What follows belongs to an exercise in optimizing a design on an open flow for small area and a short achievable clock period; a production flow would make more cautious choices.
The RTL was checked by simulation tests, not by an equivalence proof against the original design.
Power is estimated from default activity; no workload was simulated.

==> run F <==
==> flow/design.v (excerpt) <==
module topksel #(
    parameter ROWS = 4,
    parameter KMAX = 16
) (
    input  wire                 clk,
    input  wire                 rst,           
    input  wire                 in_valid,      
    input  wire                 in_first,      
    input  wire                 in_last,       
    input  wire [4:0]           in_k,          
    input  wire [ROWS*32-1:0]   in_keys,       
    output reg                  out_valid,     
    output wire [ROWS*KMAX*12-1:0] out_experts  
);
Settings: LEC_CHECK=0, CAP_MARGIN=20, CELL_PAD_IN_SITES_DETAIL_PLACEMENT=1, CELL_PAD_IN_SITES_GLOBAL_PLACEMENT=1, CORE_MARGIN=2, CORE_UTILIZATION=40, SETUP_SLACK_MARGIN=5, SLEW_MARGIN=20, TNS_END_PERCENT=0; clock period 10.0 ns.
standard.sh (not shown) runs the stock make flow with config.mk's settings and CLKGATE_MAP_FILE= SYNTH_SCRIPT=/design/flow/synth_recipe.tcl, a recipe that flattens the netlist after the stock synthesis.
==> flow/flow/run.sh <==
#!/bin/bash
set -euo pipefail
MARGIN=7.0
bash standard.sh \
  SETUP_SLACK_MARGIN=$MARGIN \
  "BUFFER_PORTS_ARGS=-buffer_cell sky130_fd_sc_hd__buf_2" \
  "CTS_ARGS=-sink_clustering_enable -repair_clock_nets -dont_use_dummy_load -sink_clustering_size 35 -sink_clustering_max_diameter 70" \
  finish > flow_make.log 2>&1
==> inputs of run R, as changes to run F <==
--- a/flow/config.mk
+++ b/flow/config.mk
@@ -7,9 +7,11 @@
 export LEC_CHECK = 0
 export CAP_MARGIN = 20
-export CELL_PAD_IN_SITES_DETAIL_PLACEMENT = 1
-export CELL_PAD_IN_SITES_GLOBAL_PLACEMENT = 1
+export CELL_PAD_IN_SITES_DETAIL_PLACEMENT = 2
+export CELL_PAD_IN_SITES_GLOBAL_PLACEMENT = 2
 export CORE_MARGIN = 2
-export CORE_UTILIZATION = 40
+export CORE_UTILIZATION = 35
+export PLACE_DENSITY = 0.4
 export SETUP_SLACK_MARGIN = 5
 export SLEW_MARGIN = 20
+export SYNTH_HIERARCHICAL = 1
 export TNS_END_PERCENT = 0
==> inputs of run E, as changes to run F <==
--- a/flow/config.mk
+++ b/flow/config.mk
@@ -7,9 +7,11 @@
 export LEC_CHECK = 0
 export CAP_MARGIN = 20
-export CELL_PAD_IN_SITES_DETAIL_PLACEMENT = 1
-export CELL_PAD_IN_SITES_GLOBAL_PLACEMENT = 1
+export CELL_PAD_IN_SITES_DETAIL_PLACEMENT = 2
+export CELL_PAD_IN_SITES_GLOBAL_PLACEMENT = 2
 export CORE_MARGIN = 2
 export CORE_UTILIZATION = 40
+export PLACE_DENSITY = 0.45
 export SETUP_SLACK_MARGIN = 5
 export SLEW_MARGIN = 20
+export SYNTH_HIERARCHICAL = 1
 export TNS_END_PERCENT = 0
==> impl_metrics.yaml <==
critical_path:
  cp-end-kind: "register"
  rr_endpoint: "row[3].key[10][13]"
yosys:
  synth.area.mux_share_pct: 15.2
  synth-simple-area-share_pct: 7.28
hold_path:
  min_from: "l1"
pwr:
  p_total_w: 0.0268
  netSwitchingPower_w: 0.00812
  power.leakage_nw: 66.5
floorplan:
  fp.dieH_um: 633
layout:
  diodes: 34
  final-seq-area_sq_um: 64400
run_status:
  status: "complete, no violations"
The numbers above come from run F.

==> impl_metrics.yaml <==
clocking:
  cts_root_buf: "clkbuf_16"
floorplan:
  fp.dieH_um: 618
pwr:
  p_total_w: 0.0253
  netSwitchingPower_w: 0.00755
  power.leakage_nw: 79.3
run_status:
  status: "complete, no violations"
layout:
  final-seq-area_sq_um: 62900
  diodes: 16
hold_path:
  min_from: "row[2].key[13][23]"
timing:
  hold_ws_ps: 452
critical_path:
  cp-end-kind: "output port"
The numbers above come from run E.

==> impl_metrics.yaml <==
run_status:
  status: "complete, no violations"
layout:
  seq_cells: 3108
  diodes: 36
  final-seq-area_sq_um: 62900
clocking:
  cts_root_buf: "clkbuf_16"
critical_path:
  rr_endpoint: "row[1].idx[9][7]"
  required_ps: 8000
  cp-end-kind: "output port"
pwr:
  power.leakage_nw: 80.6
  p_total_w: 0.0268
routing:
  drt_wl_total_um: 745000
global_routing:
  grt_util_met3_pct: 3.54
timing:
  hold_ws_ps: 465
hold_path:
  whs_endpoint: "row[1].idx[6][0]"
  min_from: "row[1].idx[5][0]"
The numbers above come from run R.

==> port drivers added, routing unchanged <==
The flow's constraints put no driver on any port. The routed layouts listed below were extracted and timed again, unchanged, in two steps.
Step 1, drivers: a clkbuf_16 drives clk and a buf_2 each remaining input, both assumed.
Step 2 also shifts input and output timing later by t, the mid clock arrival at the registers, as if the neighbouring blocks saw the same clock.
Slacks: ideal ports / drivers / drivers and shift; pairs: ideal ports / drivers.
run | t, ns | setup WS [ns] | worst setup path after step 2 | slew at the worst register clock pin (ns)
run F | 1.054 | 5.826 / 5.826 / 5.240 | input to register | 0.11 / 0.11
run R | 1.041 | 6.376 / 6.253 / 5.474 | input to register | 0.10 / 0.10
run E | 1.063 | 6.333 / 6.208 / 5.794 | input to register | 0.11 / 0.11
After both steps setup and hold are still met in every run listed. For run R, which loses most, drivers alone change the setup slack by -0.123 ns; drivers and shift together by -0.902 ns.
